What follows belongs to an exercise in optimizing a design on an open flow for small area, a short achievable clock period and few clock cycles; a production flow would make more cautious choices.
Function was checked by simulation only, so behaviour that the tests miss may differ from the original.
Power figures rest on the tool's default switching activity, not on a simulated workload.

==> flow/design.v <==
module mcv_mul (
    input  wire [17:0] x,
    input  wire [15:0] g,      
    input  wire [7:0]  bo,     
    input  wire [7:0]  bt,     
    input  wire [7:0]  bn,     
    output wire [34:0] ra,
    output wire [34:0] rb
);
    wire w0 = ((x[0] & bo[0]) | (1'b0 & bt[0])) ^ bn[0];
    wire w1 = ((x[1] & bo[0]) | (x[0] & bt[0])) ^ bn[0];
    wire w2 = ((x[2] & bo[0]) | (x[1] & bt[0])) ^ bn[0];
    wire w3 = ((x[3] & bo[0]) | (x[2] & bt[0])) ^ bn[0];
    wire w4 = ((x[4] & bo[0]) | (x[3] & bt[0])) ^ bn[0];
    wire w5 = ((x[5] & bo[0]) | (x[4] & bt[0])) ^ bn[0];
    wire w6 = ((x[6] & bo[0]) | (x[5] & bt[0])) ^ bn[0];
    wire w7 = ((x[7] & bo[0]) | (x[6] & bt[0])) ^ bn[0];
    wire w8 = ((x[8] & bo[0]) | (x[7] & bt[0])) ^ bn[0];
    wire w9 = ((x[9] & bo[0]) | (x[8] & bt[0])) ^ bn[0];
    wire w10 = ((x[10] & bo[0]) | (x[9] & bt[0])) ^ bn[0];
    wire w11 = ((x[11] & bo[0]) | (x[10] & bt[0])) ^ bn[0];
    wire w12 = ((x[12] & bo[0]) | (x[11] & bt[0])) ^ bn[0];
    wire w13 = ((x[13] & bo[0]) | (x[12] & bt[0])) ^ bn[0];
    wire w14 = ((x[14] & bo[0]) | (x[13] & bt[0])) ^ bn[0];
    wire w15 = ((x[15] & bo[0]) | (x[14] & bt[0])) ^ bn[0];
    wire w16 = ((x[16] & bo[0]) | (x[15] & bt[0])) ^ bn[0];
    wire w17 = ((x[17] & bo[0]) | (x[16] & bt[0])) ^ bn[0];
    wire w18 = ((x[17] & bo[0]) | (x[17] & bt[0])) ^ bn[0];
    wire w19 = ~w18;
    wire w20 = ((x[0] & bo[1]) | (1'b0 & bt[1])) ^ bn[1];
    wire w21 = ((x[1] & bo[1]) | (x[0] & bt[1])) ^ bn[1];
    wire w22 = ((x[2] & bo[1]) | (x[1] & bt[1])) ^ bn[1];
    wire w23 = ((x[3] & bo[1]) | (x[2] & bt[1])) ^ bn[1];
    wire w24 = ((x[4] & bo[1]) | (x[3] & bt[1])) ^ bn[1];
    wire w25 = ((x[5] & bo[1]) | (x[4] & bt[1])) ^ bn[1];
    wire w26 = ((x[6] & bo[1]) | (x[5] & bt[1])) ^ bn[1];
    wire w27 = ((x[7] & bo[1]) | (x[6] & bt[1])) ^ bn[1];
    wire w28 = ((x[8] & bo[1]) | (x[7] & bt[1])) ^ bn[1];
    wire w29 = ((x[9] & bo[1]) | (x[8] & bt[1])) ^ bn[1];
    wire w30 = ((x[10] & bo[1]) | (x[9] & bt[1])) ^ bn[1];
    wire w31 = ((x[11] & bo[1]) | (x[10] & bt[1])) ^ bn[1];
    wire w32 = ((x[12] & bo[1]) | (x[11] & bt[1])) ^ bn[1];
    wire w33 = ((x[13] & bo[1]) | (x[12] & bt[1])) ^ bn[1];
    wire w34 = ((x[14] & bo[1]) | (x[13] & bt[1])) ^ bn[1];
    wire w35 = ((x[15] & bo[1]) | (x[14] & bt[1])) ^ bn[1];
    wire w36 = ((x[16] & bo[1]) | (x[15] & bt[1])) ^ bn[1];
    wire w37 = ((x[17] & bo[1]) | (x[16] & bt[1])) ^ bn[1];
    wire w38 = ((x[17] & bo[1]) | (x[17] & bt[1])) ^ bn[1];
    wire w39 = ~w38;
    wire w40 = ((x[0] & bo[2]) | (1'b0 & bt[2])) ^ bn[2];
    wire w41 = ((x[1] & bo[2]) | (x[0] & bt[2])) ^ bn[2];
    wire w42 = ((x[2] & bo[2]) | (x[1] & bt[2])) ^ bn[2];
    wire w43 = ((x[3] & bo[2]) | (x[2] & bt[2])) ^ bn[2];
    wire w44 = ((x[4] & bo[2]) | (x[3] & bt[2])) ^ bn[2];
    wire w45 = ((x[5] & bo[2]) | (x[4] & bt[2])) ^ bn[2];
    wire w46 = ((x[6] & bo[2]) | (x[5] & bt[2])) ^ bn[2];
    wire w47 = ((x[7] & bo[2]) | (x[6] & bt[2])) ^ bn[2];
    wire w48 = ((x[8] & bo[2]) | (x[7] & bt[2])) ^ bn[2];
    wire w49 = ((x[9] & bo[2]) | (x[8] & bt[2])) ^ bn[2];
    wire w50 = ((x[10] & bo[2]) | (x[9] & bt[2])) ^ bn[2];
    wire w51 = ((x[11] & bo[2]) | (x[10] & bt[2])) ^ bn[2];
    wire w52 = ((x[12] & bo[2]) | (x[11] & bt[2])) ^ bn[2];
    wire w53 = ((x[13] & bo[2]) | (x[12] & bt[2])) ^ bn[2];
    wire w54 = ((x[14] & bo[2]) | (x[13] & bt[2])) ^ bn[2];
    wire w55 = ((x[15] & bo[2]) | (x[14] & bt[2])) ^ bn[2];
    wire w56 = ((x[16] & bo[2]) | (x[15] & bt[2])) ^ bn[2];
    wire w57 = ((x[17] & bo[2]) | (x[16] & bt[2])) ^ bn[2];
    wire w58 = ((x[17] & bo[2]) | (x[17] & bt[2])) ^ bn[2];
    wire w59 = ~w58;
    wire w60 = ((x[0] & bo[3]) | (1'b0 & bt[3])) ^ bn[3];
    wire w61 = ((x[1] & bo[3]) | (x[0] & bt[3])) ^ bn[3];
    wire w62 = ((x[2] & bo[3]) | (x[1] & bt[3])) ^ bn[3];
    wire w63 = ((x[3] & bo[3]) | (x[2] & bt[3])) ^ bn[3];
    wire w64 = ((x[4] & bo[3]) | (x[3] & bt[3])) ^ bn[3];
    wire w65 = ((x[5] & bo[3]) | (x[4] & bt[3])) ^ bn[3];
    wire w66 = ((x[6] & bo[3]) | (x[5] & bt[3])) ^ bn[3];
    wire w67 = ((x[7] & bo[3]) | (x[6] & bt[3])) ^ bn[3];
    wire w68 = ((x[8] & bo[3]) | (x[7] & bt[3])) ^ bn[3];
    wire w69 = ((x[9] & bo[3]) | (x[8] & bt[3])) ^ bn[3];
    wire w70 = ((x[10] & bo[3]) | (x[9] & bt[3])) ^ bn[3];
    wire w71 = ((x[11] & bo[3]) | (x[10] & bt[3])) ^ bn[3];
    wire w72 = ((x[12] & bo[3]) | (x[11] & bt[3])) ^ bn[3];
    wire w73 = ((x[13] & bo[3]) | (x[12] & bt[3])) ^ bn[3];
    wire w74 = ((x[14] & bo[3]) | (x[13] & bt[3])) ^ bn[3];
    wire w75 = ((x[15] & bo[3]) | (x[14] & bt[3])) ^ bn[3];
    wire w76 = ((x[16] & bo[3]) | (x[15] & bt[3])) ^ bn[3];
    wire w77 = ((x[17] & bo[3]) | (x[16] & bt[3])) ^ bn[3];
    wire w78 = ((x[17] & bo[3]) | (x[17] & bt[3])) ^ bn[3];
    wire w79 = ~w78;
    wire w80 = ((x[0] & bo[4]) | (1'b0 & bt[4])) ^ bn[4];
    wire w81 = ((x[1] & bo[4]) | (x[0] & bt[4])) ^ bn[4];
    wire w82 = ((x[2] & bo[4]) | (x[1] & bt[4])) ^ bn[4];
    wire w83 = ((x[3] & bo[4]) | (x[2] & bt[4])) ^ bn[4];
    wire w84 = ((x[4] & bo[4]) | (x[3] & bt[4])) ^ bn[4];
    wire w85 = ((x[5] & bo[4]) | (x[4] & bt[4])) ^ bn[4];
    wire w86 = ((x[6] & bo[4]) | (x[5] & bt[4])) ^ bn[4];
    wire w87 = ((x[7] & bo[4]) | (x[6] & bt[4])) ^ bn[4];
    wire w88 = ((x[8] & bo[4]) | (x[7] & bt[4])) ^ bn[4];
    wire w89 = ((x[9] & bo[4]) | (x[8] & bt[4])) ^ bn[4];
    wire w90 = ((x[10] & bo[4]) | (x[9] & bt[4])) ^ bn[4];
    wire w91 = ((x[11] & bo[4]) | (x[10] & bt[4])) ^ bn[4];
    wire w92 = ((x[12] & bo[4]) | (x[11] & bt[4])) ^ bn[4];
    wire w93 = ((x[13] & bo[4]) | (x[12] & bt[4])) ^ bn[4];
    wire w94 = ((x[14] & bo[4]) | (x[13] & bt[4])) ^ bn[4];
    wire w95 = ((x[15] & bo[4]) | (x[14] & bt[4])) ^ bn[4];
    wire w96 = ((x[16] & bo[4]) | (x[15] & bt[4])) ^ bn[4];
    wire w97 = ((x[17] & bo[4]) | (x[16] & bt[4])) ^ bn[4];
    wire w98 = ((x[17] & bo[4]) | (x[17] & bt[4])) ^ bn[4];
    wire w99 = ~w98;
    wire w100 = ((x[0] & bo[5]) | (1'b0 & bt[5])) ^ bn[5];
    wire w101 = ((x[1] & bo[5]) | (x[0] & bt[5])) ^ bn[5];
    wire w102 = ((x[2] & bo[5]) | (x[1] & bt[5])) ^ bn[5];
    wire w103 = ((x[3] & bo[5]) | (x[2] & bt[5])) ^ bn[5];
    wire w104 = ((x[4] & bo[5]) | (x[3] & bt[5])) ^ bn[5];
    wire w105 = ((x[5] & bo[5]) | (x[4] & bt[5])) ^ bn[5];
    wire w106 = ((x[6] & bo[5]) | (x[5] & bt[5])) ^ bn[5];
    wire w107 = ((x[7] & bo[5]) | (x[6] & bt[5])) ^ bn[5];
    wire w108 = ((x[8] & bo[5]) | (x[7] & bt[5])) ^ bn[5];
    wire w109 = ((x[9] & bo[5]) | (x[8] & bt[5])) ^ bn[5];
    wire w110 = ((x[10] & bo[5]) | (x[9] & bt[5])) ^ bn[5];
    wire w111 = ((x[11] & bo[5]) | (x[10] & bt[5])) ^ bn[5];
    wire w112 = ((x[12] & bo[5]) | (x[11] & bt[5])) ^ bn[5];
    wire w113 = ((x[13] & bo[5]) | (x[12] & bt[5])) ^ bn[5];
    wire w114 = ((x[14] & bo[5]) | (x[13] & bt[5])) ^ bn[5];
    wire w115 = ((x[15] & bo[5]) | (x[14] & bt[5])) ^ bn[5];
    wire w116 = ((x[16] & bo[5]) | (x[15] & bt[5])) ^ bn[5];
    wire w117 = ((x[17] & bo[5]) | (x[16] & bt[5])) ^ bn[5];
    wire w118 = ((x[17] & bo[5]) | (x[17] & bt[5])) ^ bn[5];
    wire w119 = ~w118;
    wire w120 = ((x[0] & bo[6]) | (1'b0 & bt[6])) ^ bn[6];
    wire w121 = ((x[1] & bo[6]) | (x[0] & bt[6])) ^ bn[6];
    wire w122 = ((x[2] & bo[6]) | (x[1] & bt[6])) ^ bn[6];
    wire w123 = ((x[3] & bo[6]) | (x[2] & bt[6])) ^ bn[6];
    wire w124 = ((x[4] & bo[6]) | (x[3] & bt[6])) ^ bn[6];
    wire w125 = ((x[5] & bo[6]) | (x[4] & bt[6])) ^ bn[6];
    wire w126 = ((x[6] & bo[6]) | (x[5] & bt[6])) ^ bn[6];
    wire w127 = ((x[7] & bo[6]) | (x[6] & bt[6])) ^ bn[6];
    wire w128 = ((x[8] & bo[6]) | (x[7] & bt[6])) ^ bn[6];
    wire w129 = ((x[9] & bo[6]) | (x[8] & bt[6])) ^ bn[6];
    wire w130 = ((x[10] & bo[6]) | (x[9] & bt[6])) ^ bn[6];
    wire w131 = ((x[11] & bo[6]) | (x[10] & bt[6])) ^ bn[6];
    wire w132 = ((x[12] & bo[6]) | (x[11] & bt[6])) ^ bn[6];
    wire w133 = ((x[13] & bo[6]) | (x[12] & bt[6])) ^ bn[6];
    wire w134 = ((x[14] & bo[6]) | (x[13] & bt[6])) ^ bn[6];
    wire w135 = ((x[15] & bo[6]) | (x[14] & bt[6])) ^ bn[6];
    wire w136 = ((x[16] & bo[6]) | (x[15] & bt[6])) ^ bn[6];
    wire w137 = ((x[17] & bo[6]) | (x[16] & bt[6])) ^ bn[6];
    wire w138 = ((x[17] & bo[6]) | (x[17] & bt[6])) ^ bn[6];
    wire w139 = ~w138;
    wire w140 = ((x[0] & bo[7]) | (1'b0 & bt[7])) ^ bn[7];
    wire w141 = ((x[1] & bo[7]) | (x[0] & bt[7])) ^ bn[7];
    wire w142 = ((x[2] & bo[7]) | (x[1] & bt[7])) ^ bn[7];
    wire w143 = ((x[3] & bo[7]) | (x[2] & bt[7])) ^ bn[7];
    wire w144 = ((x[4] & bo[7]) | (x[3] & bt[7])) ^ bn[7];
    wire w145 = ((x[5] & bo[7]) | (x[4] & bt[7])) ^ bn[7];
    wire w146 = ((x[6] & bo[7]) | (x[5] & bt[7])) ^ bn[7];
    wire w147 = ((x[7] & bo[7]) | (x[6] & bt[7])) ^ bn[7];
    wire w148 = ((x[8] & bo[7]) | (x[7] & bt[7])) ^ bn[7];
    wire w149 = ((x[9] & bo[7]) | (x[8] & bt[7])) ^ bn[7];
    wire w150 = ((x[10] & bo[7]) | (x[9] & bt[7])) ^ bn[7];
    wire w151 = ((x[11] & bo[7]) | (x[10] & bt[7])) ^ bn[7];
    wire w152 = ((x[12] & bo[7]) | (x[11] & bt[7])) ^ bn[7];
    wire w153 = ((x[13] & bo[7]) | (x[12] & bt[7])) ^ bn[7];
    wire w154 = ((x[14] & bo[7]) | (x[13] & bt[7])) ^ bn[7];
    wire w155 = ((x[15] & bo[7]) | (x[14] & bt[7])) ^ bn[7];
    wire w156 = ((x[16] & bo[7]) | (x[15] & bt[7])) ^ bn[7];
    wire w157 = ((x[17] & bo[7]) | (x[16] & bt[7])) ^ bn[7];
    wire w158 = ((x[17] & bo[7]) | (x[17] & bt[7])) ^ bn[7];
    wire w159 = ~w158;
    wire w160 = g[15] & x[0];
    wire w161 = g[15] & x[1];
    wire w162 = g[15] & x[2];
    wire w163 = g[15] & x[3];
    wire w164 = g[15] & x[4];
    wire w165 = g[15] & x[5];
    wire w166 = g[15] & x[6];
    wire w167 = g[15] & x[7];
    wire w168 = g[15] & x[8];
    wire w169 = g[15] & x[9];
    wire w170 = g[15] & x[10];
    wire w171 = g[15] & x[11];
    wire w172 = g[15] & x[12];
    wire w173 = g[15] & x[13];
    wire w174 = g[15] & x[14];
    wire w175 = g[15] & x[15];
    wire w176 = g[15] & x[16];
    wire w177 = ~(g[15] & x[17]);
    wire w178 = w10 ^ w28;
    wire w179 = w10 & w28;
    wire w180 = w11 ^ w29;
    wire w181 = w11 & w29;
    wire w182 = w12 ^ w30 ^ w48;
    wire w183 = (w12 & w30) | (w12 & w48) | (w30 & w48);
    wire w184 = w66 ^ w84;
    wire w185 = w66 & w84;
    wire w186 = w13 ^ w31 ^ w49;
    wire w187 = (w13 & w31) | (w13 & w49) | (w31 & w49);
    wire w188 = w67 ^ w85;
    wire w189 = w67 & w85;
    wire w190 = w14 ^ w32 ^ w50;
    wire w191 = (w14 & w32) | (w14 & w50) | (w32 & w50);
    wire w192 = w68 ^ w86 ^ w104;
    wire w193 = (w68 & w86) | (w68 & w104) | (w86 & w104);
    wire w194 = w122 ^ w140;
    wire w195 = w122 & w140;
    wire w196 = w15 ^ w33 ^ w51;
    wire w197 = (w15 & w33) | (w15 & w51) | (w33 & w51);
    wire w198 = w69 ^ w87 ^ w105;
    wire w199 = (w69 & w87) | (w69 & w105) | (w87 & w105);
    wire w200 = w123 ^ w141;
    wire w201 = w123 & w141;
    wire w202 = w16 ^ w34 ^ w52;
    wire w203 = (w16 & w34) | (w16 & w52) | (w34 & w52);
    wire w204 = w70 ^ w88 ^ w106;
    wire w205 = (w70 & w88) | (w70 & w106) | (w88 & w106);
    wire w206 = w124 ^ w142 ^ w160;
    wire w207 = (w124 & w142) | (w124 & w160) | (w142 & w160);
    wire w208 = w17 ^ w35 ^ w53;
    wire w209 = (w17 & w35) | (w17 & w53) | (w35 & w53);
    wire w210 = w71 ^ w89 ^ w107;
    wire w211 = (w71 & w89) | (w71 & w107) | (w89 & w107);
    wire w212 = w125 ^ w143 ^ w161;
    wire w213 = (w125 & w143) | (w125 & w161) | (w143 & w161);
    wire w214 = w19 ^ w36 ^ w54;
    wire w215 = (w19 & w36) | (w19 & w54) | (w36 & w54);
    wire w216 = w72 ^ w90 ^ w108;
    wire w217 = (w72 & w90) | (w72 & w108) | (w90 & w108);
    wire w218 = w126 ^ w144 ^ w162;
    wire w219 = (w126 & w144) | (w126 & w162) | (w144 & w162);
    wire w220 = w37 ^ w55 ^ w73;
    wire w221 = (w37 & w55) | (w37 & w73) | (w55 & w73);
    wire w222 = w91 ^ w109 ^ w127;
    wire w223 = (w91 & w109) | (w91 & w127) | (w109 & w127);
    wire w224 = w145 ^ w163;
    wire w225 = w145 & w163;
    wire w226 = w39 ^ w56 ^ w74;
    wire w227 = (w39 & w56) | (w39 & w74) | (w56 & w74);
    wire w228 = w92 ^ w110 ^ w128;
    wire w229 = (w92 & w110) | (w92 & w128) | (w110 & w128);
    wire w230 = w146 ^ w164 ^ 1'b1;
    wire w231 = (w146 & w164) | (w146 & 1'b1) | (w164 & 1'b1);
    wire w232 = w57 ^ w75 ^ w93;
    wire w233 = (w57 & w75) | (w57 & w93) | (w75 & w93);
    wire w234 = w111 ^ w129 ^ w147;
    wire w235 = (w111 & w129) | (w111 & w147) | (w129 & w147);
    wire w236 = w165 ^ 1'b1;
    wire w237 = w165 & 1'b1;
    wire w238 = w59 ^ w76 ^ w94;
    wire w239 = (w59 & w76) | (w59 & w94) | (w76 & w94);
    wire w240 = w112 ^ w130 ^ w148;
    wire w241 = (w112 & w130) | (w112 & w148) | (w130 & w148);
    wire w242 = w77 ^ w95 ^ w113;
    wire w243 = (w77 & w95) | (w77 & w113) | (w95 & w113);
    wire w244 = w131 ^ w149;
    wire w245 = w131 & w149;
    wire w246 = w79 ^ w96 ^ w114;
    wire w247 = (w79 & w96) | (w79 & w114) | (w96 & w114);
    wire w248 = w97 ^ w115;
    wire w249 = w97 & w115;
    wire w250 = w6 ^ w24;
    wire w251 = w6 & w24;
    wire w252 = w7 ^ w25;
    wire w253 = w7 & w25;
    wire w254 = w8 ^ w26 ^ w44;
    wire w255 = (w8 & w26) | (w8 & w44) | (w26 & w44);
    wire w256 = w62 ^ w80;
    wire w257 = w62 & w80;
    wire w258 = w9 ^ w27 ^ w45;
    wire w259 = (w9 & w27) | (w9 & w45) | (w27 & w45);
    wire w260 = w63 ^ w81;
    wire w261 = w63 & w81;
    wire w262 = w178 ^ w46 ^ w64;
    wire w263 = (w178 & w46) | (w178 & w64) | (w46 & w64);
    wire w264 = w82 ^ w100 ^ bn[5];
    wire w265 = (w82 & w100) | (w82 & bn[5]) | (w100 & bn[5]);
    wire w266 = w179 ^ w180 ^ w47;
    wire w267 = (w179 & w180) | (w179 & w47) | (w180 & w47);
    wire w268 = w65 ^ w83 ^ w101;
    wire w269 = (w65 & w83) | (w65 & w101) | (w83 & w101);
    wire w270 = w181 ^ w182 ^ w184;
    wire w271 = (w181 & w182) | (w181 & w184) | (w182 & w184);
    wire w272 = w102 ^ w120 ^ bn[6];
    wire w273 = (w102 & w120) | (w102 & bn[6]) | (w120 & bn[6]);
    wire w274 = w183 ^ w185 ^ w186;
    wire w275 = (w183 & w185) | (w183 & w186) | (w185 & w186);
    wire w276 = w188 ^ w103 ^ w121;
    wire w277 = (w188 & w103) | (w188 & w121) | (w103 & w121);
    wire w278 = w187 ^ w189 ^ w190;
    wire w279 = (w187 & w189) | (w187 & w190) | (w189 & w190);
    wire w280 = w192 ^ w194 ^ bn[7];
    wire w281 = (w192 & w194) | (w192 & bn[7]) | (w194 & bn[7]);
    wire w282 = w191 ^ w193 ^ w195;
    wire w283 = (w191 & w193) | (w191 & w195) | (w193 & w195);
    wire w284 = w196 ^ w198 ^ w200;
    wire w285 = (w196 & w198) | (w196 & w200) | (w198 & w200);
    wire w286 = w197 ^ w199 ^ w201;
    wire w287 = (w197 & w199) | (w197 & w201) | (w199 & w201);
    wire w288 = w202 ^ w204 ^ w206;
    wire w289 = (w202 & w204) | (w202 & w206) | (w204 & w206);
    wire w290 = w203 ^ w205 ^ w207;
    wire w291 = (w203 & w205) | (w203 & w207) | (w205 & w207);
    wire w292 = w208 ^ w210 ^ w212;
    wire w293 = (w208 & w210) | (w208 & w212) | (w210 & w212);
    wire w294 = w209 ^ w211 ^ w213;
    wire w295 = (w209 & w211) | (w209 & w213) | (w211 & w213);
    wire w296 = w214 ^ w216 ^ w218;
    wire w297 = (w214 & w216) | (w214 & w218) | (w216 & w218);
    wire w298 = w215 ^ w217 ^ w219;
    wire w299 = (w215 & w217) | (w215 & w219) | (w217 & w219);
    wire w300 = w220 ^ w222 ^ w224;
    wire w301 = (w220 & w222) | (w220 & w224) | (w222 & w224);
    wire w302 = w221 ^ w223 ^ w225;
    wire w303 = (w221 & w223) | (w221 & w225) | (w223 & w225);
    wire w304 = w226 ^ w228 ^ w230;
    wire w305 = (w226 & w228) | (w226 & w230) | (w228 & w230);
    wire w306 = w227 ^ w229 ^ w231;
    wire w307 = (w227 & w229) | (w227 & w231) | (w229 & w231);
    wire w308 = w232 ^ w234 ^ w236;
    wire w309 = (w232 & w234) | (w232 & w236) | (w234 & w236);
    wire w310 = w233 ^ w235 ^ w237;
    wire w311 = (w233 & w235) | (w233 & w237) | (w235 & w237);
    wire w312 = w238 ^ w240 ^ w166;
    wire w313 = (w238 & w240) | (w238 & w166) | (w240 & w166);
    wire w314 = w239 ^ w241 ^ w242;
    wire w315 = (w239 & w241) | (w239 & w242) | (w241 & w242);
    wire w316 = w244 ^ w167 ^ 1'b1;
    wire w317 = (w244 & w167) | (w244 & 1'b1) | (w167 & 1'b1);
    wire w318 = w243 ^ w245 ^ w246;
    wire w319 = (w243 & w245) | (w243 & w246) | (w245 & w246);
    wire w320 = w132 ^ w150 ^ w168;
    wire w321 = (w132 & w150) | (w132 & w168) | (w150 & w168);
    wire w322 = w247 ^ w248 ^ w133;
    wire w323 = (w247 & w248) | (w247 & w133) | (w248 & w133);
    wire w324 = w151 ^ w169 ^ 1'b1;
    wire w325 = (w151 & w169) | (w151 & 1'b1) | (w169 & 1'b1);
    wire w326 = w249 ^ w99 ^ w116;
    wire w327 = (w249 & w99) | (w249 & w116) | (w99 & w116);
    wire w328 = w134 ^ w152 ^ w170;
    wire w329 = (w134 & w152) | (w134 & w170) | (w152 & w170);
    wire w330 = w117 ^ w135 ^ w153;
    wire w331 = (w117 & w135) | (w117 & w153) | (w135 & w153);
    wire w332 = w171 ^ 1'b1;
    wire w333 = w171 & 1'b1;
    wire w334 = w119 ^ w136 ^ w154;
    wire w335 = (w119 & w136) | (w119 & w154) | (w136 & w154);
    wire w336 = w137 ^ w155;
    wire w337 = w137 & w155;
    wire w338 = w4 ^ w22;
    wire w339 = w4 & w22;
    wire w340 = w5 ^ w23;
    wire w341 = w5 & w23;
    wire w342 = w250 ^ w42 ^ w60;
    wire w343 = (w250 & w42) | (w250 & w60) | (w42 & w60);
    wire w344 = w251 ^ w252 ^ w43;
    wire w345 = (w251 & w252) | (w251 & w43) | (w252 & w43);
    wire w346 = w253 ^ w254 ^ w256;
    wire w347 = (w253 & w254) | (w253 & w256) | (w254 & w256);
    wire w348 = w255 ^ w257 ^ w258;
    wire w349 = (w255 & w257) | (w255 & w258) | (w257 & w258);
    wire w350 = w259 ^ w261 ^ w262;
    wire w351 = (w259 & w261) | (w259 & w262) | (w261 & w262);
    wire w352 = w263 ^ w265 ^ w266;
    wire w353 = (w263 & w265) | (w263 & w266) | (w265 & w266);
    wire w354 = w267 ^ w269 ^ w270;
    wire w355 = (w267 & w269) | (w267 & w270) | (w269 & w270);
    wire w356 = w271 ^ w273 ^ w274;
    wire w357 = (w271 & w273) | (w271 & w274) | (w273 & w274);
    wire w358 = w275 ^ w277 ^ w278;
    wire w359 = (w275 & w277) | (w275 & w278) | (w277 & w278);
    wire w360 = w279 ^ w281 ^ w282;
    wire w361 = (w279 & w281) | (w279 & w282) | (w281 & w282);
    wire w362 = w283 ^ w285 ^ w286;
    wire w363 = (w283 & w285) | (w283 & w286) | (w285 & w286);
    wire w364 = w287 ^ w289 ^ w290;
    wire w365 = (w287 & w289) | (w287 & w290) | (w289 & w290);
    wire w366 = w291 ^ w293 ^ w294;
    wire w367 = (w291 & w293) | (w291 & w294) | (w293 & w294);
    wire w368 = w295 ^ w297 ^ w298;
    wire w369 = (w295 & w297) | (w295 & w298) | (w297 & w298);
    wire w370 = w299 ^ w301 ^ w302;
    wire w371 = (w299 & w301) | (w299 & w302) | (w301 & w302);
    wire w372 = w303 ^ w305 ^ w306;
    wire w373 = (w303 & w305) | (w303 & w306) | (w305 & w306);
    wire w374 = w307 ^ w309 ^ w310;
    wire w375 = (w307 & w309) | (w307 & w310) | (w309 & w310);
    wire w376 = w311 ^ w313 ^ w314;
    wire w377 = (w311 & w313) | (w311 & w314) | (w313 & w314);
    wire w378 = w315 ^ w317 ^ w318;
    wire w379 = (w315 & w317) | (w315 & w318) | (w317 & w318);
    wire w380 = w319 ^ w321 ^ w322;
    wire w381 = (w319 & w321) | (w319 & w322) | (w321 & w322);
    wire w382 = w323 ^ w325 ^ w326;
    wire w383 = (w323 & w325) | (w323 & w326) | (w325 & w326);
    wire w384 = w327 ^ w329 ^ w330;
    wire w385 = (w327 & w329) | (w327 & w330) | (w329 & w330);
    wire w386 = w331 ^ w333 ^ w334;
    wire w387 = (w331 & w333) | (w331 & w334) | (w333 & w334);
    wire w388 = w335 ^ w336 ^ w173;
    wire w389 = (w335 & w336) | (w335 & w173) | (w336 & w173);
    wire w390 = w337 ^ w139 ^ w156;
    wire w391 = (w337 & w139) | (w337 & w156) | (w139 & w156);
    wire w392 = w157 ^ w175;
    wire w393 = w157 & w175;
    wire w394 = w2 ^ w20;
    wire w395 = w2 & w20;
    wire w396 = w3 ^ w21;
    wire w397 = w3 & w21;
    wire w398 = w338 ^ w40 ^ bn[2];
    wire w399 = (w338 & w40) | (w338 & bn[2]) | (w40 & bn[2]);
    wire w400 = w339 ^ w340 ^ w41;
    wire w401 = (w339 & w340) | (w339 & w41) | (w340 & w41);
    wire w402 = w341 ^ w342 ^ bn[3];
    wire w403 = (w341 & w342) | (w341 & bn[3]) | (w342 & bn[3]);
    wire w404 = w343 ^ w344 ^ w61;
    wire w405 = (w343 & w344) | (w343 & w61) | (w344 & w61);
    wire w406 = w345 ^ w346 ^ bn[4];
    wire w407 = (w345 & w346) | (w345 & bn[4]) | (w346 & bn[4]);
    wire w408 = w347 ^ w348 ^ w260;
    wire w409 = (w347 & w348) | (w347 & w260) | (w348 & w260);
    wire w410 = w349 ^ w350 ^ w264;
    wire w411 = (w349 & w350) | (w349 & w264) | (w350 & w264);
    wire w412 = w351 ^ w352 ^ w268;
    wire w413 = (w351 & w352) | (w351 & w268) | (w352 & w268);
    wire w414 = w353 ^ w354 ^ w272;
    wire w415 = (w353 & w354) | (w353 & w272) | (w354 & w272);
    wire w416 = w355 ^ w356 ^ w276;
    wire w417 = (w355 & w356) | (w355 & w276) | (w356 & w276);
    wire w418 = w357 ^ w358 ^ w280;
    wire w419 = (w357 & w358) | (w357 & w280) | (w358 & w280);
    wire w420 = w359 ^ w360 ^ w284;
    wire w421 = (w359 & w360) | (w359 & w284) | (w360 & w284);
    wire w422 = w361 ^ w362 ^ w288;
    wire w423 = (w361 & w362) | (w361 & w288) | (w362 & w288);
    wire w424 = w363 ^ w364 ^ w292;
    wire w425 = (w363 & w364) | (w363 & w292) | (w364 & w292);
    wire w426 = w365 ^ w366 ^ w296;
    wire w427 = (w365 & w366) | (w365 & w296) | (w366 & w296);
    wire w428 = w367 ^ w368 ^ w300;
    wire w429 = (w367 & w368) | (w367 & w300) | (w368 & w300);
    wire w430 = w369 ^ w370 ^ w304;
    wire w431 = (w369 & w370) | (w369 & w304) | (w370 & w304);
    wire w432 = w371 ^ w372 ^ w308;
    wire w433 = (w371 & w372) | (w371 & w308) | (w372 & w308);
    wire w434 = w373 ^ w374 ^ w312;
    wire w435 = (w373 & w374) | (w373 & w312) | (w374 & w312);
    wire w436 = w375 ^ w376 ^ w316;
    wire w437 = (w375 & w376) | (w375 & w316) | (w376 & w316);
    wire w438 = w377 ^ w378 ^ w320;
    wire w439 = (w377 & w378) | (w377 & w320) | (w378 & w320);
    wire w440 = w379 ^ w380 ^ w324;
    wire w441 = (w379 & w380) | (w379 & w324) | (w380 & w324);
    wire w442 = w381 ^ w382 ^ w328;
    wire w443 = (w381 & w382) | (w381 & w328) | (w382 & w328);
    wire w444 = w383 ^ w384 ^ w332;
    wire w445 = (w383 & w384) | (w383 & w332) | (w384 & w332);
    wire w446 = w385 ^ w386 ^ w172;
    wire w447 = (w385 & w386) | (w385 & w172) | (w386 & w172);
    wire w448 = w387 ^ w388 ^ 1'b1;
    wire w449 = (w387 & w388) | (w387 & 1'b1) | (w388 & 1'b1);
    wire w450 = w389 ^ w390 ^ w174;
    wire w451 = (w389 & w390) | (w389 & w174) | (w390 & w174);
    wire w452 = w391 ^ w392 ^ 1'b1;
    wire w453 = (w391 & w392) | (w391 & 1'b1) | (w392 & 1'b1);
    wire w454 = w393 ^ w159 ^ w176;
    wire w455 = (w393 & w159) | (w393 & w176) | (w159 & w176);
    assign ra = {1'b1, w455, w453, w451, w449, w447, w445, w443, w441, w439, w437, w435, w433, w431, w429, w427, w425, w423, w421, w419, w417, w415, w413, w411, w409, w407, w405, w403, w401, w399, w397, w395, w394, w1, w0};
    assign rb = {1'b0, w177, w454, w452, w450, w448, w446, w444, w442, w440, w438, w436, w434, w432, w430, w428, w426, w424, w422, w420, w418, w416, w414, w412, w410, w408, w406, w404, w402, w400, w398, w396, bn[1], 1'b0, bn[0]};
endmodule
module mcv_add12 (
    input  wire [11:0] a,
    input  wire [11:0] b,
    output wire [12:0] s
);
    wire [11:0] p = a ^ b;
    wire g0_1 = (a[1] & b[1]) | (p[1] & (a[0] & b[0]));
    wire q0_1 = p[1] & p[0];
    wire g0_3 = (a[3] & b[3]) | (p[3] & (a[2] & b[2]));
    wire q0_3 = p[3] & p[2];
    wire g0_5 = (a[5] & b[5]) | (p[5] & (a[4] & b[4]));
    wire q0_5 = p[5] & p[4];
    wire g0_7 = (a[7] & b[7]) | (p[7] & (a[6] & b[6]));
    wire q0_7 = p[7] & p[6];
    wire g0_9 = (a[9] & b[9]) | (p[9] & (a[8] & b[8]));
    wire q0_9 = p[9] & p[8];
    wire g0_11 = (a[11] & b[11]) | (p[11] & (a[10] & b[10]));
    wire q0_11 = p[11] & p[10];
    wire g1_2 = (a[2] & b[2]) | (p[2] & g0_1);
    wire q1_2 = p[2] & q0_1;
    wire g1_3 = g0_3 | (q0_3 & g0_1);
    wire q1_3 = q0_3 & q0_1;
    wire g1_6 = (a[6] & b[6]) | (p[6] & g0_5);
    wire q1_6 = p[6] & q0_5;
    wire g1_7 = g0_7 | (q0_7 & g0_5);
    wire q1_7 = q0_7 & q0_5;
    wire g1_10 = (a[10] & b[10]) | (p[10] & g0_9);
    wire q1_10 = p[10] & q0_9;
    wire g1_11 = g0_11 | (q0_11 & g0_9);
    wire q1_11 = q0_11 & q0_9;
    wire g2_4 = (a[4] & b[4]) | (p[4] & g1_3);
    wire q2_4 = p[4] & q1_3;
    wire g2_5 = g0_5 | (q0_5 & g1_3);
    wire q2_5 = q0_5 & q1_3;
    wire g2_6 = g1_6 | (q1_6 & g1_3);
    wire q2_6 = q1_6 & q1_3;
    wire g2_7 = g1_7 | (q1_7 & g1_3);
    wire q2_7 = q1_7 & q1_3;
    wire g3_8 = (a[8] & b[8]) | (p[8] & g2_7);
    wire q3_8 = p[8] & q2_7;
    wire g3_9 = g0_9 | (q0_9 & g2_7);
    wire q3_9 = q0_9 & q2_7;
    wire g3_10 = g1_10 | (q1_10 & g2_7);
    wire q3_10 = q1_10 & q2_7;
    wire g3_11 = g1_11 | (q1_11 & g2_7);
    wire q3_11 = q1_11 & q2_7;
    assign s = {g3_11, p[11] ^ g3_10, p[10] ^ g3_9, p[9] ^ g3_8, p[8] ^ g2_7, p[7] ^ g2_6, p[6] ^ g2_5, p[5] ^ g2_4, p[4] ^ g1_3, p[3] ^ g1_2, p[2] ^ g0_1, p[1] ^ (a[0] & b[0]), p[0]};
endmodule
module mcv_cal (
    input  wire        clk,
    input  wire        rst,
    input  wire        s_valid,
    output wire        s_ready,
    input  wire [1:0]  s_op,       
    input  wire [2:0]  s_conv,
    input  wire [27:0] s_data,
    output reg         o_valid,
    output reg         o_kind,     
    output reg  [2:0]  o_conv,
    output reg  [11:0] o_raw,
    output reg         o_clamp,
    output reg         o_ok,
    output reg  [15:0] o_gain,
    output reg  [11:0] o_offset
);
    localparam OP_MEAS    = 2'd0;
    localparam OP_CAL     = 2'd1;
    localparam OP_RESTART = 2'd2;
    localparam OP_LOAD    = 2'd3;
    integer i;
    reg        busy;             
    reg        rdy;              
    assign s_ready = rdy;
    reg [11:0] cal_off  [0:7];
    reg [15:0] cal_gain [0:7];
    reg [5:0]  cal_cnt  [0:7];
    reg [16:0] sum_lo   [0:7];
    reg [16:0] sum_hi   [0:7];
    reg [7:0]  ld;
    reg [7:0]  em;
    reg [7:0]  hv;
    reg [7:0]  lt;
    reg [7:0]  ld_nx, em_nx, hv_nx, lt_nx;      
    reg        a_v;
    reg [1:0]  a_op;
    reg [2:0]  a_conv;
    reg [27:0] a_data;
    reg [7:0]  a_sm;             
    reg        a_md;             
    reg [7:0]  a_gc;             
    reg [7:0]  a_gh;             
    wire [7:0] s_dec  = 8'd1 << s_conv;
    wire       s_take = s_valid & rdy;
    wire       s_meas = s_op == OP_MEAS;
    wire       s_cal  = s_op == OP_CAL;
    wire       s_last = s_take & s_cal & |(s_dec & lt_nx);
    always @(posedge clk) begin
        a_v    <= s_take & ~rst;
        a_op   <= s_op;
        a_conv <= s_conv;
        a_data <= s_data;
        a_sm   <= s_meas  ? (s_dec & ld_nx) : 8'd0;
        a_md   <= s_meas & ~|(s_dec & ld_nx);
        a_gc   <= s_cal   ? (s_dec & ~em_nx) : 8'd0;
        a_gh   <= s_cal   ? (s_dec & hv_nx) : 8'd0;
    end
    wire        go     = a_v;
    wire [7:0]  a_dec  = 8'd1 << a_conv;
    wire [7:0]  a_sc   = (a_op == OP_CAL) ? a_dec : 8'd0;    
    wire [7:0]  a_sx   = a_op[1] ? a_dec : 8'd0;             
    wire [11:0] a_u    = a_data[11:0];
    reg  [11:0] r_off;
    reg  [15:0] r_gain;
    reg  [5:0]  r_cnt;
    reg  [16:0] r_lo, r_hi;
    always @(*) begin
        r_off = 12'd0; r_gain = {a_md, 15'd0};
        r_cnt = 6'd0; r_lo = 17'd0; r_hi = 17'd0;
        for (i = 0; i < 8; i = i + 1) begin
            r_off   = r_off   | ({12{a_sm[i]}} & cal_off[i]);
            r_gain  = r_gain  | ({16{a_sm[i]}} & cal_gain[i]);
            r_cnt   = r_cnt   | ({6{a_gc[i]}}  & cal_cnt[i]);
            r_lo    = r_lo    | ({17{a_gc[i]}} & sum_lo[i]);
            r_hi    = r_hi    | ({17{a_gh[i]}} & sum_hi[i]);
        end
    end
    wire        c_odd  = r_cnt[0];                          
    wire [5:0]  c_cnt1 = r_cnt + 6'd1;
    wire [12:0] c_lo12, c_hi12;
    mcv_add12 u_alo (.a(r_lo[11:0]), .b(a_u), .s(c_lo12));
    mcv_add12 u_ahi (.a(r_hi[11:0]), .b(a_u), .s(c_hi12));
    wire [4:0]  c_lo5  = r_lo[16:12] + 5'd1;
    wire [4:0]  c_hi5  = r_hi[16:12] + 5'd1;
    wire [16:0] c_lo   = {c_lo12[12] ? c_lo5 : r_lo[16:12], c_lo12[11:0]};
    wire [16:0] c_hi   = {c_hi12[12] ? c_hi5 : r_hi[16:12], c_hi12[11:0]};
    wire do_cal  = go & (a_op == OP_CAL);      
    wire do_lo   = do_cal & ~c_odd;
    wire do_hi   = do_cal & c_odd;             
    wire do_last = do_cal & |(a_sc & lt);      
    wire do_rst  = go & (a_op == OP_RESTART);  
    wire do_load = go & (a_op == OP_LOAD);     
    reg [17:0] dv_d;
    reg [16:0] dv_r;
    reg [3:0]  dv_ro;
    reg [4:0]  dv_n;
    reg        dv_okm;           
    reg [2:0]  dv_conv;
    wire [7:0] dv_sel = 8'd1 << dv_conv;
    reg [5:0]  dv_km;            
    reg [3:0]  dv_mh;            
    wire        dv_k1   = (dv_n == 5'd0);
    wire [17:0] k_d     = dv_d - {1'b0, dv_r};
    wire [17:0] k_l     = k_d + 18'h6666;
    wire [21:0] k_m     = {2'b00, dv_r, 3'b000} - {4'd0, dv_d} + 22'd28679;
    wire [17:0] g_t   = {dv_r, o_gain[15]};
    wire [18:0] g_s   = {1'b0, g_t} - {1'b0, dv_d};
    wire        g_q   = ~g_s[18];
    wire [15:0] g_nxt = {o_gain[14:0], g_q};
    wire [4:0]  f_t   = {dv_ro, dv_mh[3]};
    wire        f_q   = (f_t >= 5'd14);
    wire [11:0] f_nxt = {o_offset[10:0], f_q ^ (dv_n == 5'd5)};
    wire        dv_k1b  = busy & dv_k1;
    wire        dv_last = (dv_n == 5'd16);
    wire        dv_wr   = busy & dv_last & dv_okm;
    reg        m_v;
    reg [2:0]  m_conv;
    reg [17:0] m_x;
    reg        m_g15;
    reg [7:0]  m_bo, m_bt, m_bn;     
    reg        p_v;
    reg [2:0]  p_conv;
    reg [22:0] p_a;
    reg [22:0] p_b;
    reg        p_c;
    wire [34:0] m_ra, m_rb;
    mcv_mul u_mul (.x(m_x), .g({m_g15, 15'd0}), .bo(m_bo), .bt(m_bt), .bn(m_bn),
                   .ra(m_ra), .rb(m_rb));
    wire [16:0] r_gx = {r_gain, 1'b0};
    reg  [7:0]  r_bo, r_bt, r_bn;
    always @(*) begin
        for (i = 0; i < 8; i = i + 1) begin
            r_bo[i] = r_gx[2*i+1] ^ r_gx[2*i];
            r_bt[i] = (r_gx[2*i+2] & ~r_gx[2*i+1] & ~r_gx[2*i]) |
                      (~r_gx[2*i+2] & r_gx[2*i+1] & r_gx[2*i]);
            r_bn[i] = r_gx[2*i+2] & ~(r_gx[2*i+1] & r_gx[2*i]);
        end
    end
    wire [12:0] m_lo  = {1'b0, m_ra[11:0]} + {1'b0, m_rb[11:0]};
    wire [22:0] q_up  = p_a + p_b + {22'd0, p_c};       
    wire [16:0] q_hi  = q_up[22:6];                     
    wire        m_neg = q_hi[16];
    wire        m_big = ~q_hi[16] & (q_hi[15:13] != 3'd0);
    always @(*) begin
        for (i = 0; i < 8; i = i + 1) begin
            ld_nx[i] = ld[i] | (do_load & a_sx[i]) | (dv_wr & dv_sel[i]);
            em_nx[i] = ((do_lo & a_sc[i]) ? 1'b0 : em[i]) |
                       (do_last & a_sc[i]) | (do_rst & a_sx[i]);
            hv_nx[i] = ((do_hi & a_sc[i]) | hv[i]) &
                       ~((do_last & a_sc[i]) | (do_rst & a_sx[i]));
            lt_nx[i] = ((do_cal & a_sc[i]) ? (~em[i] & (cal_cnt[i] == 6'd62)) : lt[i]) &
                       ~((do_last & a_sc[i]) | (do_rst & a_sx[i]));
            if (rst) begin
                ld_nx[i] = 1'b0;
                em_nx[i] = 1'b1;
                hv_nx[i] = 1'b0;
                lt_nx[i] = 1'b0;
            end
        end
    end
    always @(posedge clk) begin
        m_conv <= a_conv;
        m_x    <= {2'b00, a_u, 4'b0000} - {{6{r_off[11]}}, r_off};
        m_g15  <= r_gain[15];
        m_bo   <= r_bo;
        m_bt   <= r_bt;
        m_bn   <= r_bn;
        p_conv <= m_conv;
        p_a    <= m_ra[34:12];
        p_b    <= m_rb[34:12];
        p_c    <= m_lo[12];
        for (i = 0; i < 8; i = i + 1) begin
            if (do_lo & a_sc[i]) begin
                sum_lo[i]  <= c_lo;
                cal_cnt[i] <= c_cnt1;
            end
            if (do_hi & a_sc[i]) begin
                sum_hi[i]  <= c_hi;
                cal_cnt[i] <= c_cnt1;
            end
            if (busy ? (dv_wr & dv_sel[i]) : (do_load & a_sx[i])) begin
                cal_off[i]  <= busy ? f_nxt : a_data[11:0];
                cal_gain[i] <= busy ? g_nxt : a_data[27:12];
            end
        end
        if (!busy) begin
            dv_d    <= {1'b0, c_hi};
            dv_r    <= r_lo;
            dv_conv <= a_conv;
            dv_n    <= 5'd0;
        end else begin
            dv_n <= dv_n + 5'd1;
            if (dv_k1) begin
                dv_d     <= k_d;
                dv_r     <= 17'h0B333;
                dv_km    <= k_m[21:16];
            end else begin
                if (dv_n == 5'd1)
                    dv_okm <= (dv_km == 6'd0) && ({dv_mh, o_offset} >= 16'd21504) &&
                              ({dv_mh, o_offset} <= 16'd35853) &&
                              (dv_d >= 18'd89077) && (dv_d <= 18'd94589);
                dv_r   <= g_q ? g_s[16:0] : g_t[16:0];
            end
        end
        o_kind  <= ~p_v;
        o_conv  <= p_v ? p_conv : dv_conv;
        o_raw   <= m_neg ? 12'd0 : (m_big ? 12'd4095 : q_hi[12:1]);
        o_clamp <= m_neg | m_big;
        o_ok    <= dv_okm;
        if (dv_k1b) begin
            o_gain   <= k_l[16:1];
            dv_ro    <= 4'd0;
            dv_mh    <= k_m[15:12];
            o_offset <= k_m[11:0];
        end else begin
            o_gain   <= g_nxt;
            dv_ro    <= f_q ? (f_t - 5'd14) : f_t[3:0];
            dv_mh    <= {dv_mh[2:0], o_offset[11]};
            o_offset <= f_nxt;
        end
        ld <= ld_nx;
        em <= em_nx;
        hv <= hv_nx;
        lt <= lt_nx;
        if (rst) begin
            busy    <= 1'b0;
            rdy     <= 1'b1;
            m_v     <= 1'b0;
            p_v     <= 1'b0;
            o_valid <= 1'b0;
        end else begin
            m_v     <= go & (a_op == OP_MEAS);
            p_v     <= m_v;
            o_valid <= p_v | (busy & dv_last);
            if (s_last)
                rdy <= 1'b0;
            else if (busy & (dv_n == 5'd15))
                rdy <= 1'b1;
            if (do_last)
                busy <= 1'b1;
            else if (busy & dv_last)
                busy <= 1'b0;
        end
    end
endmodule
==> flow/flow/run.sh <==
#!/bin/bash
# The standard layout (standard.sh: the standard synthesis and the ORFS
# steps with the standard flow's config.mk and constraint.sdc, unchanged), with two
# changes to how ORFS builds it:
# - repair_timing is asked to leave more setup slack than the default, so
#   that it also shortens paths that already meet the design's clock period;
# - the buffers that ORFS puts on every input and output port are buf_4
#   cells instead of the slow delay cells it picks by default.
set -euo pipefail
bash standard.sh SETUP_SLACK_MARGIN=8.4 \
    "BUFFER_PORTS_ARGS=-buffer_cell sky130_fd_sc_hd__buf_4" finish > run_make.log 2>&1
==> flow/standard.sh <==
#!/bin/bash
# synth_recipe.tcl (not shown) runs the flow's synth.tcl, then flattens the netlist and writes it again
# the make line also repeats each setting of config.mk as NAME=value (left out here)
make -C /OpenROAD-flow-scripts/flow DESIGN_CONFIG=/design/flow/config.mk WORK_HOME=/design/flow/orfs CLKGATE_MAP_FILE= SYNTH_SCRIPT=/design/flow/synth_recipe.tcl "${@:-finish}"
==> flow/config.mk <==
export PLATFORM = sky130hd
export DESIGN_NAME = mcv_cal
export DESIGN_NICKNAME = mcv_cal
export VERILOG_FILES = /design/flow/design.v
export SDC_FILE = /design/flow/constraint.sdc
export NUM_CORES = 4
export LEC_CHECK = 0
export CAP_MARGIN = 20
export CORE_MARGIN = 2
export CORE_UTILIZATION = 40
export CTS_CLUSTER_SIZE = 25
export SLEW_MARGIN = 20
==> flow/constraint.sdc <==
create_clock -name core_clock -period 12.0 [get_ports {clk}]
set_input_delay 2.4000 -clock core_clock [delete_from_list [all_inputs] [get_ports {clk}]]
set_output_delay 2.4000 -clock core_clock [all_outputs]
set_load 0.01 [all_outputs]
==> out/results.ini, run 1 <==
[clock_tree]
clkSlewWorstSetupHoldPaths_ns = 0.06
clock_path_buffers = 3
cts_tree = yes
cts_inserted_buffers = 89
cts_sinks = 838
cts_max_level = 3
clkLatencyLatePin_ns = 0.67
cts_root_buffer = clkbuf_16
cts_hold_buf = 0

[finish]
syn_to_final_growth_pct = 15.5
fin_area_mm2 = 0.0467
drive_above_1_share_pct = 15.6
fin_util_pct = 46.6
n_antenna_cell = 0
final_nets = 3763

[drt]
wl_met2_um = 49400
firstDrtPassIters = 5
routed_wl_um = 111000
ant_nets = 0
vias = 27051
m1WireLength_um = 50400
wl_met3_um = 8180
drcViolationCount = 0
avgRoutedWirePerCell_um = 22.9
via_per_inst = 5.62
top_layer = met4
drtIter0Drc = 2506

[critical_path]
crit_arrival_ns = 1.19
cp.required_ns = 9.60
crit_fanout = 2
path_delay_family = flip-flops
worst-path-buf-inv = 1
path_cells = buf_6
rrSetupSlack_ns = 8.49
cp_slowest_cell = dfxtp_4
path_class = flop to primary output
critPathMaxStageDelay_ns = 0.40
critPathLaunchType = flop
cp-end-kind = primary output

[floorplan]
coreArea_mm2 = 0.100
ios = 84
fp.dieW_um = 322
initial_core_util_pct = 40.4
die-area_mm2 = 0.104
die_y_um = 322
core.rowCount = 116

[timing]
worst_pin_slew_ns = 1.03
max_slew_margin_pct = 31.0
fin_worst_skew_ns = 0.0374
maxSlewViolCount = 0
worst_slack_ns = 8.41
setup_viol = 0
fmax_mhz = 279
setup_tns_ns = 0
period_share_pct = 29.9
rsz0062_at_grt = true
hold_viol_final = 0
min_period_ns = 3.59

[place]
gp_congestion = 0.920
dp_hpwl_um = 73500
post-place-ws_ns = 7.91
placed_area_mm2 = 0.0426
io_buffers = 83

[synthesis]
ys_seq_elements = 838
synthFlopType = edfxtp_1
muxShareOfSynthArea_pct = 1.59
async_flop_share_pct = 0
syn-cell-area_mm2 = 0.0404
syn_nets = 3645
yosysSeqAreaShare_pct = 55.6
syn_area_per_cell_um2 = 12.2
synth_top_family_by_area = compound AO/OA/AOI/OAI gates
synthSimpleGateAreaFrac_pct = 8.32
netlist_instances = 3328
yosys_warnings = 6
synth_cell_type_count = 92
synth-edff-count = 571
synth_adder_area_share_pct = 10.9
synth_xor_area_share_pct = 5.83
synth_compound_area_share_pct = 13.9

[grt]
grt_pass1_vias = 26544
antenna_found_initial = 4
gr-usage-all-layers_pct = 21.3
grt_max_degree = 57
overflow = 0
grt_pass1_wl_um = 167000

[power]
p_leak_nw = 16.9
power_density_mw_per_mm2 = 144
ir_drop_mv = 0.0985

[status]
status = complete, no violations

[flow_run]
cap_violations = 0

[min_path]
min_path_type = flop to flop

[registers in the layout (all words and copies together) (netlist names), 12 cells and up]
signal and flops:
sum_hi 136, sum_lo 136, cal_gain 128, cal_off 96, cal_cnt 48, a_data 28
p_a 22, p_b 22, dv_d 18, m_x 18, dv_r 17, o_gain 16
o_offset 12, o_raw 12
[metal layers]
| layer | up-vias | global-route usage (%) |
|---|---|---|
| met1 | 13465 | 30.6 |
| li1 | 12504 | - |
| met3 | 149 | 4.34 |
| met2 | 933 | 32.6 |
| met5 | - | 0 |
| met4 | 0 | 5.93 |
[final timing paths]
check,end,from,cells after the start
hold / removal,p_conv[0]$_DFF_P_,m_conv[0]$_DFF_P_,0
setup / recovery,o_gain[13],o_gain[13]$_DFF_P_,1
setup reg to reg,dv_km[4]$_DFFE_PP_,dv_d[3]$_DFFE_PN_,11
hold reg to reg,p_conv[0]$_DFF_P_,m_conv[0]$_DFF_P_,0
[cell usage after synthesis, types with 5 or more instances]
cell type | n | area, um^2
inv_1 | 226 | 848
a21o_1 | 18 | 135
dfxtp_1 | 267 | 5350
mux2i_1 | 17 | 170
a21oi_1 | 100 | 500
nor3_1 | 36 | 180
mux2_2 | 38 | 428
nand3_1 | 43 | 215
nand2_1 | 188 | 706
edfxtp_1 | 571 | 17100
nand2b_1 | 16 | 100
o21ai_0 | 95 | 475
a211oi_1 | 12 | 90.1
a22oi_1 | 407 | 3060
xnor2_1 | 170 | 1490
or3_1 | 16 | 100
and3_1 | 29 | 181
clkbuf_1 | 161 | 604
nor4_1 | 11 | 68.8
buf_1 | 23 | 86.3
a41o_1 | 6 | 60.1
and4_1 | 18 | 158
o21bai_1 | 9 | 67.6
o211ai_1 | 7 | 52.6
nand4_1 | 65 | 407
o31a_1 | 5 | 43.8
o31ai_1 | 14 | 105
nor3b_1 | 7 | 52.6
ha_1 | 161 | 2010
a2111oi_0 | 5 | 43.8
fa_1 | 120 | 2400
a21boi_0 | 5 | 37.5
nand3b_1 | 6 | 45.0
nor2_1 | 168 | 631
a31oi_1 | 12 | 75.1
and2_1 | 21 | 131
xor2_1 | 99 | 867
o21a_1 | 29 | 218
nor2b_1 | 24 | 150
[cells by family after synthesis]
group,Yosys count
AO/OA/AOI/OAI,793
XOR/XNOR,269
adder cells (fa/ha/maj),281
buffers and inverters,415
flip-flops,838
multiplexers,57
AND/OR/NAND/NOR,675
[placed cells by master, fill, tap and decap left out, types with 65 or more instances in the layout]
cell type	n
nand4_1	65
edfxtp_1	571
o21ai_0	86
fa_1	120
buf_4	170
clkbuf_16	89
dfxtp_1	211
xor2_1	92
xnor2_1	158
a21oi_1	97
nand2_1	187
inv_1	225
nor2_1	151
ha_1	159
a22oi_1	401
[where the power goes]
group	switching [mW]	internal [mW]
clock network	1.17	1.50
registers	0.128	3.20
logic	0.389	0.325
total	1.68	5.03
[final cells by class]
class / count / area, um^2
fillers: 8953 / 53500
multi-input cells: 2075 / 16900
clock buffers: 105 / 2320
flip-flops and latches: 838 / 22700
repair buffers: 213 / 1790
clock inverters: 59 / 509
inverters: 229 / 861
well taps: 1298 / 1620
[through the flow]
stage / power [mW] / instances / hold slack (ns)
after floorplan: 3.74 / 3328 / 0.310
after global placement: 4.01 / 4590 / 0.312
after detailed placement: 4.01 / 4590 / 0.312
after CTS: 6.76 / 4786 / 0.321
after global routing: 6.97 / 4817 / 0.329
final: 6.71 / 4817 / 0.324
[what timing repair did]
| item | in CTS | in global routing |
|---|---|---|
| gates resized for setup | 145 | 76 |
| buffers inserted | 32 | 30 |
| pin swaps | 3 | 10 |
| endpoints found under the setup margin | 190 | 180 |
Testbench counts, summed over its fixed seeds: cycles 19,150.
==> run 2: changes to the inputs <==
--- a/flow/config.mk
+++ b/flow/config.mk
@@ -8,5 +8,4 @@
 export CAP_MARGIN = 20
 export CORE_MARGIN = 2
 export CORE_UTILIZATION = 40
-export CTS_CLUSTER_SIZE = 25
 export SLEW_MARGIN = 20
==> out/results.ini, run 2 <==
[status]
status = complete, no violations

[finish]
final_common_cell = edfxtp_1
reg_top3 = sum_hi x136, sum_lo x136, cal_gain x128
nFillCells = 8953
n_antenna_cell = 0
layout_common_cells = edfxtp_1, a22oi_1, inv_1, dfxtp_1, nand2_1
final_nets = 3763
syn_to_final_growth_pct = 15.5
fin_area_mm2 = 0.0467
drive_above_1_share_pct = 15.6

[power]
internal_power_mw = 5.03
seqPwrFrac_pct = 49.6
p_sw_share_pct = 25.1
p_comb_share_pct = 10.6
p_clk_share_pct = 39.7
ir_drop_mv = 0.0985
power_density_mw_per_mm2 = 144
p_leak_nw = 16.9
switchingPower_mw = 1.68

[place]
dp_hpwl_um = 73500
gp_congestion = 0.920
placed_area_mm2 = 0.0426
io_buffers = 83

[drt]
avgRoutedWirePerCell_um = 22.9
vias = 27051
routed_wl_um = 111000
via_per_inst = 5.62
drcViolationCount = 0
firstDrtPassIters = 5
ant_nets = 0
drtIter0Drc = 2506

[synthesis]
synth_cell_type_count = 92
synthFlopType = edfxtp_1
yosys_warnings = 6
netlist_instances = 3328
synth_top_cell_by_area = edfxtp_1
ys_seq_elements = 838
synth-edff-count = 571
async_flop_share_pct = 0
synth_top_area_share_pct = 42.4
synth_commonest_cells = edfxtp_1, a22oi_1, dfxtp_1
syn_area_per_cell_um2 = 12.2
syn-cell-area_mm2 = 0.0404
yosys-top-cells-area = edfxtp_1, dfxtp_1, a22oi_1
yosysSeqAreaShare_pct = 55.6
synth_most_common_cell = edfxtp_1
syn_nets = 3645

[grt]
grt_pass1_vias = 26544
overflow = 0
antenna_found_initial = 4
gr-usage-all-layers_pct = 21.3
grt_pass1_wl_um = 167000
grt_max_degree = 57

[critical_path]
rrSetupSlack_ns = 8.49
cp.required_ns = 9.60
critPathMaxStageDelay_ns = 0.40
r2r_start = dv_d[3]$_DFFE_PN_
crit_arrival_ns = 1.19
worst_r2r_endpoint = dv_km[4]$_DFFE_PP_
worst-path-buf-inv = 1
path_delay_family = flip-flops
path_class = flop to primary output
path_cells = buf_6
critPathLaunchType = flop
cp-end-kind = primary output
rr_worst_depth = 11
cp_slowest_cell = dfxtp_4
crit_fanout = 2

[clock_tree]
clock_path_buffers = 3
cts_sinks = 838
clkLatencyLatePin_ns = 0.67
cts_hold_buf = 0
cts_inserted_buffers = 89
clkSlewWorstSetupHoldPaths_ns = 0.06
cts_root_buffer = clkbuf_16
cts_tree = yes
cts_max_level = 3

[floorplan]
die-area_mm2 = 0.104
ios = 84
fp.dieW_um = 322
die_y_um = 322
coreArea_mm2 = 0.100
core.rowCount = 116
initial_core_util_pct = 40.4

[timing]
min_period_ns = 3.59
setup_viol = 0
max_slew_margin_pct = 31.0
rsz0062_at_grt = true
maxSlewViolCount = 0
fin_worst_skew_ns = 0.0374
hold_viol_final = 0
setup_tns_ns = 0
period_share_pct = 29.9
worst_pin_slew_ns = 1.03
fmax_mhz = 279
holdWs_ns = 0.324

[min_path]
min_path_type = flop to flop
hold-path-cell-count = 0
hold_end = p_conv[0]$_DFF_P_
hp-start = m_conv[0]$_DFF_P_

[flow_run]
cap_violations = 0

==> run 2: cell counts after synthesis <==
No cell type changed its count.
==> run 2: through the flow <==
step / power [mW] / std cells / util (%) / setup slack, ns
3_3_place_gp: 4.01 / 4590 / 42.5 / 7.98
4_1_cts: 6.76 / 4786 / 46.0 / 8.36
2_1_floorplan: 3.74 / 3328 / - / 8.38
5_1_grt: 6.97 / 4817 / 46.6 / 8.32
3_5_place_dp: 4.01 / 4590 / 42.6 / 7.91
6_report: 6.71 / 4817 / 46.6 / 8.41
==> run 2: layer usage <==
metal / vias up / GRT usage [%] / share of wire [%]
met5: - / 0 / 0
met4: 0 / 5.93 / 2.3
met3: 149 / 4.34 / 7.4
met2: 933 / 32.6 / 45
met1: 13465 / 30.6 / 46
li1: 12504 / - / -
==> run 2: logic make-up (layout without fill, tap and decap cells) <==
| family | after synthesis | count (layout) | share of synthesized area (%) |
|---|---|---|---|
| adder cells (fa/ha/maj) | 281 | 281 | 10.9 |
| buffers and inverters | 415 | 606 | 3.86 |
| XOR/XNOR | 269 | 269 | 5.83 |
| AO/OA/AOI/OAI | 793 | 793 | 13.9 |
| AND/OR/NAND/NOR | 675 | 675 | 8.32 |
| flip-flops | 838 | 838 | 55.6 |
| multiplexers | 57 | 57 | 1.59 |
==> run 2: worst max-delay path by stage <==
stage                                   from                       to  slack [ns]  cells after the start
final                     o_gain[13]$_DFF_P_               o_gain[13]        8.41                      1
after global routing      a_gh[2]$_SDFF_PP0_       dv_d[12]$_DFFE_PN_        8.32                     15
after CTS                  o_gain[4]$_DFF_P_                o_gain[4]        8.36                      1
after detailed placement  a_gc[0]$_SDFF_PP0_  sum_lo[5][15]$_DFFE_PP_        7.91                     15
after global placement    a_gc[1]$_SDFF_PP0_  sum_lo[2][15]$_DFFE_PP_        7.98                     15
after floorplan                          rst         rdy$_SDFFE_PP1P_        8.38                      6
==> run 2: repair_timing <==
item,CTS,global route
setup endpoints to repair,190,180
resized for setup,145,76
pin swaps,3,10
cloned,0,0
setup buffers,32,30
==> run 2: power groups by stage <==
stage | Combinational, mW | Clock [mW] | Sequential, mW
after floorplan | 0.420 | 0 | 3.32
after global placement | 0.606 | 0 | 3.40
after detailed placement | 0.612 | 0 | 3.40
after CTS | 0.696 | 2.73 | 3.34
after global routing | 0.791 | 2.84 | 3.34
final | 0.715 | 2.67 | 3.33
==> run 2: layout make-up <==
type / count / area [um^2] / share of cell area [%]
Multi-Input combinational cell: 2075 / 16900 / 36.2
Inverter: 229 / 861 / 1.84
Clock buffer: 105 / 2320 / 4.96
Timing Repair Buffer: 213 / 1790 / 3.84
Sequential cell: 838 / 22700 / 48.6
Clock inverter: 59 / 509 / 1.09
Tap cell: 1298 / 1620 / 3.48
==> run 3: changes to the inputs <==
--- a/flow/flow/run.sh
+++ b/flow/flow/run.sh
@@ -7,5 +7,5 @@
 # - the buffers that ORFS puts on every input and output port are buf_4
 #   cells instead of the slow delay cells it picks by default.
 set -euo pipefail
-bash standard.sh SETUP_SLACK_MARGIN=8.4 \
+bash standard.sh SETUP_SLACK_MARGIN=8.5 \
     "BUFFER_PORTS_ARGS=-buffer_cell sky130_fd_sc_hd__buf_4" finish > run_make.log 2>&1
==> out/results.ini, run 3 <==
[status]
status = complete, no violations

[drt]
via_per_inst = 5.64
top_layer = met4
drtIter0Drc = 2347
drcViolationCount = 0
avgRoutedWirePerCell_um = 23.5
firstDrtPassIters = 5
ant_nets = 0
wl_met3_um = 9070
wl_met2_um = 50600
routed_wl_um = 115000
m1WireLength_um = 51300
vias = 27519

[clock_tree]
cts_sinks = 838
cts_tree = yes
cts_max_level = 3
clock_path_buffers = 3
cts_inserted_buffers = 90
clkSlewWorstSetupHoldPaths_ns = 0.06
cts_hold_buf = 0
clkLatencyLatePin_ns = 0.68
cts_root_buffer = clkbuf_16

[synthesis]
ys_seq_elements = 838
yosys-top-cells-area = edfxtp_1, dfxtp_1, a22oi_1
syn_nets = 3645
synth_top_area_share_pct = 42.4
syn_area_per_cell_um2 = 12.2
yosysSeqAreaShare_pct = 55.6
synth_cell_type_count = 92
netlist_instances = 3328
synth-edff-count = 571
yosys_warnings = 6
synthFlopType = edfxtp_1
async_flop_share_pct = 0
synth_top_cell_by_area = edfxtp_1
syn-cell-area_mm2 = 0.0404
synth_commonest_cells = edfxtp_1, a22oi_1, dfxtp_1
synth_most_common_cell = edfxtp_1

[power]
ir_drop_mv = 0.116
power_mw = 6.88
power_density_mw_per_mm2 = 144
p_leak_nw = 17.4

[finish]
reg_top3 = sum_hi x136, sum_lo x136, cal_gain x128
syn_to_final_growth_pct = 18.1
drive_above_1_share_pct = 18.8
n_antenna_cell = 0
fin_cells = 4879
final_common_cell = edfxtp_1
final_nets = 3822
layout_common_cells = edfxtp_1, a22oi_1, inv_1, buf_4, nand2_1

[place]
post-place-ws_ns = 7.84
io_buffers = 83
numPlacedInstances = 4591
gp_congestion = 0.928
dp_hpwl_um = 74400

[floorplan]
die-area_mm2 = 0.104
die_y_um = 322
initial_core_util_pct = 40.4
coreArea_mm2 = 0.100
core.rowCount = 116
ios = 84
fp.dieW_um = 322

[timing]
hold_viol_final = 0
worst_slack_ns = 8.40
setup_viol = 0
min_period_ns = 3.60
worst_pin_slew_ns = 1.09
setup_tns_ns = 0
max_slew_margin_pct = 27.3
fmax_mhz = 278
period_share_pct = 30.0
rsz0062_at_grt = true
fin_worst_skew_ns = 0.0371
maxSlewViolCount = 0

[critical_path]
path_class = flop to primary output
path_delay_family = flip-flops
critPathLaunchType = flop
crit_arrival_ns = 1.20
crit_fanout = 2
path_cells = buf_6
cp_slowest_cell = dfxtp_4
critPathMaxStageDelay_ns = 0.41
worst-path-buf-inv = 1
cp-end-kind = primary output
cp.required_ns = 9.60

[grt]
grt_pass1_wl_um = 169000
overflow = 0
grt_max_degree = 57
gr-usage-all-layers_pct = 21.7
grt_pass1_vias = 26613
antenna_found_initial = 3

[flow_run]
cap_violations = 0

[min_path]
min_path_type = flop to flop

-- run 3: per-stage QoR --
stage / utilization, % / hold WS, ns / area (um^2)
after floorplan: - / 0.310 / 40500
after global placement: 42.5 / 0.310 / 42600
after detailed placement: 42.6 / 0.313 / 42600
after CTS: 46.5 / 0.328 / 46600
after global routing: 47.7 / 0.330 / 47800
final: 47.7 / 0.326 / 47800
-- run 3: kinds of logic (layout without fill, tap and decap cells) --
kind of cell,Yosys count,in the layout,synth area share [%]
simple gates,675,675,8.32
fa+ha+maj,281,281,10.9
xor+xnor,269,269,5.83
buf+inv,415,668,3.86
flops,838,838,55.6
compound gates,793,793,13.9
mux,57,57,1.59
-- run 3: path summary, 6_finish.rpt --
kind	startpoint	to	slack [ns]	cells past startpoint
setup reg to reg	dv_d[3]$_DFFE_PN_	dv_km[4]$_DFFE_PP_	8.47	11
setup / recovery	o_gain[10]$_DFF_P_	o_gain[10]	8.40	1
hold / removal	m_conv[1]$_DFF_P_	p_conv[1]$_DFF_P_	0.33	0
hold reg to reg	m_conv[1]$_DFF_P_	p_conv[1]$_DFF_P_	0.33	0
-- run 3: layout make-up --
cell class	instances	area, um^2
fill	8885	52400
tap	1298	1620
timing repair buffer	271	2450
inverter	229	863
clock buffer	125	2540
multi-input combinational	2075	17100
sequential	838	22700
clock inverter	43	433
-- run 3: per-layer routing --
metal,track usage (%),up-vias
met5,0,-
met1,30.9,13744
met2,33.1,966
met4,7.73,0
li1,-,12631
met3,4.29,178
-- run 3: power by group --
group | total (mW) | leakage [nW] | switching (mW) | internal (mW)
clock network | 2.78 | 1.47 | 1.16 | 1.62
registers | 3.34 | 7.34 | 0.134 | 3.21
logic | 0.761 | 8.62 | 0.411 | 0.351
-- run 3: what timing repair did --
| action | in CTS | in global routing |
|---|---|---|
| resized for setup | 202 | 136 |
| setup endpoints to repair | 267 | 214 |
| gates cloned | 0 | 4 |
| endpoints found under the hold margin | 0 | 0 |
| setup buffers | 56 | 59 |
| pin swaps | 8 | 33 |

re-timing with driven ports:
No port has a modelled driver above. Below, the same layouts with a new extraction and two added sets of constraints. Step 1, drivers: a clkbuf_16 drives clk and a buf_2 each remaining input, both assumed. Step 2 times the ports against the registers' clock, not the clock port: input delays grow and output delays shrink by t, the midpoint of the rising clock arrivals with the driver on. a / b / c = ideal / step 1 / step 2; a / b = the first two.
run | shift t [ns] | setup WS [ns] | worst setup path at the end | pins driven straight from the clock port
run 1 | 0.726 | 8.411 / 8.340 / 7.945 | input to register | 1
run 2 | 0.726 | 8.411 / 8.340 / 7.945 | input to register | 1
run 3 | 0.734 | 8.403 / 8.336 / 7.963 | input to register | 1
After both steps every run listed still meets setup and hold.
